Context: an optimization exercise on an open-source flow, tuned for small area and a short achievable clock period. The choices shown serve that exercise and are no tape-out recipe. In this exercise RTL edits were held to simulation tests only and were not proved equivalent to the original.

Design bobbin, start of the top module:
module bobbin (
    input  wire        clk,
    input  wire        rst,           
    input  wire        restart,       
    input  wire        snag_release,  
    input  wire [10:0] prog_len,      
    input  wire [23:0] wdog_limit,    
    input  wire [4:0]  self_id,       
    input  wire [31:0] time_ns,       
    input  wire [14:0] ev_in,         
    input  wire        tick_us,       
    output wire [9:0]  imem_addr,
    input  wire [31:0] imem_data,
    output wire [11:0] dmem_addr,
    output wire        dmem_re,
    output wire [3:0]  dmem_we,
    output wire [31:0] dmem_wdata,
    input  wire [31:0] dmem_rdata,
    output wire [6:0]  port_addr,
    output wire        port_re,
    output wire        port_we,
    output wire [31:0] port_wdata,
    input  wire [31:0] port_rdata,
    output wire [2:0]  state,
    output wire [1:0]  snag_code
);
    localparam [2:0] S_STOPPED = 3'd0, S_IDLE = 3'd2, S_RUN = 3'd3, S_SNAG = 3'd4;
    localparam [1:0] C_NONE = 2'd0, C_ILLEGAL = 2'd1, C_RANGE = 2'd2, C_WDOG = 2'd3;
    localparam [5:0] OP_NOP = 6'h01, OP_ADD = 6'h02, OP_SUB = 6'h03, OP_ADDS = 6'h04,
                     OP_SUBS = 6'h05, OP_AND = 6'h06, OP_OR = 6'h07, OP_XOR = 6'h08,
                     OP_SHL = 6'h09, OP_SHR = 6'h0A, OP_ASR = 6'h0B, OP_MUL = 6'h0C,
                     OP_MULH = 6'h0D, OP_MULHU = 6'h0E, OP_MULSH = 6'h0F, OP_DIVU = 6'h10,
                     OP_DIVS = 6'h11, OP_SQRTU = 6'h12, OP_MIN = 6'h13, OP_MAX = 6'h14,
                     OP_SLT = 6'h15, OP_SLTU = 6'h16, OP_ABS = 6'h17, OP_CLAMP = 6'h18,
                     OP_ADDI = 6'h19, OP_ANDI = 6'h1A, OP_ORI = 6'h1B, OP_XORI = 6'h1C,
                     OP_SHLI = 6'h1D, OP_SHRI = 6'h1E, OP_ASRI = 6'h1F, OP_LUI = 6'h20,
                     OP_LD = 6'h21, OP_LDH = 6'h22, OP_LDHU = 6'h23, OP_ST = 6'h24,
                     OP_STH = 6'h25, OP_LUT = 6'h26, OP_IN = 6'h27, OP_OUT = 6'h28,
                     OP_BEQ = 6'h29, OP_BNE = 6'h2A, OP_BLT = 6'h2B, OP_BGE = 6'h2C,
  ...
export LEC_CHECK = 0
export ABC_AREA = 1
export CAP_MARGIN = 20
export CORE_MARGIN = 2
export CORE_UTILIZATION = 30
export PLACE_DENSITY = 0.45
export SLEW_MARGIN = 20
export TNS_END_PERCENT = 3
create_clock -name core_clock -period 22.0 [get_ports {clk}]
standard.sh (not shown) runs the stock make flow with config.mk's settings and CLKGATE_MAP_FILE= SYNTH_SCRIPT=/design/flow/synth_recipe.tcl, a recipe that flattens the netlist after the stock synthesis.
==> flow/flow/run.sh <==
#!/bin/bash
# Own flow: the standard layout (standard.sh) unchanged, except that
#  - the port buffers that the standard flow inserts on every input and
#    output are buf_4 cells instead of the default delay buffer.
# The synthesis is the standard one. Each make run's full output goes to a
# log file in this folder; the tools' own logs stay under orfs/logs/.
set -euo pipefail
bash standard.sh synth > log_1_synth.txt 2>&1
bash standard.sh SETUP_SLACK_MARGIN=9 "BUFFER_PORTS_ARGS=-buffer_cell sky130_fd_sc_hd__buf_4" finish > log_2_layout.txt 2>&1
The first run went through all stages and came out clean.
Next try:
--- a/flow/flow/run.sh
+++ b/flow/flow/run.sh
@@ -7,3 +7,3 @@
 set -euo pipefail
 bash standard.sh synth > log_1_synth.txt 2>&1
-bash standard.sh SETUP_SLACK_MARGIN=9 "BUFFER_PORTS_ARGS=-buffer_cell sky130_fd_sc_hd__buf_4" finish > log_2_layout.txt 2>&1
+bash standard.sh SETUP_SLACK_MARGIN=8 "BUFFER_PORTS_ARGS=-buffer_cell sky130_fd_sc_hd__buf_4" finish > log_2_layout.txt 2>&1
- TNS_END_PERCENT: 3 -> 2
Outcome: Area after synthesis does not change; non-clock buffer count drops by 108; final cell count drops by 0.71%; setup slack got worse by 0.30 ns; design area goes down by 4.4%; clock skew climbs by 0.038 ns; register-to-register slack gets worse by 0.20 ns; via count falls by 1.4%; clock-buffer cell count rose by 17; core utilization falls by 1.7 points.

[static timing again, ports no longer ideal]
In the flow no input, the clock included, has a driving cell. The finished layouts below were timed again as built, in two steps.
Step 1 sets driving cells, clkbuf_16 on the clock port and buf_2 on the other inputs (assumed; they add their load-dependent delay and slew).
Step 2 also shifts input and output timing later by t, the mid clock arrival at the registers, as if the neighbouring blocks saw the same clock.
a / b / c = ideal ports / drivers / drivers and shift; a / b = the first two.
run | t, ns | setup slack, ns | worst setup path at the end
the first run | 0.859 | 8.225 / 7.996 / 7.337 | input to register
the second run | 0.853 | 7.928 / 7.719 / 6.928 | input to register
After both steps setup and hold are still met in every run listed. The setup slack of the second run, which loses most, moves by -0.209 ns with the drivers and by -1.000 ns with both steps.
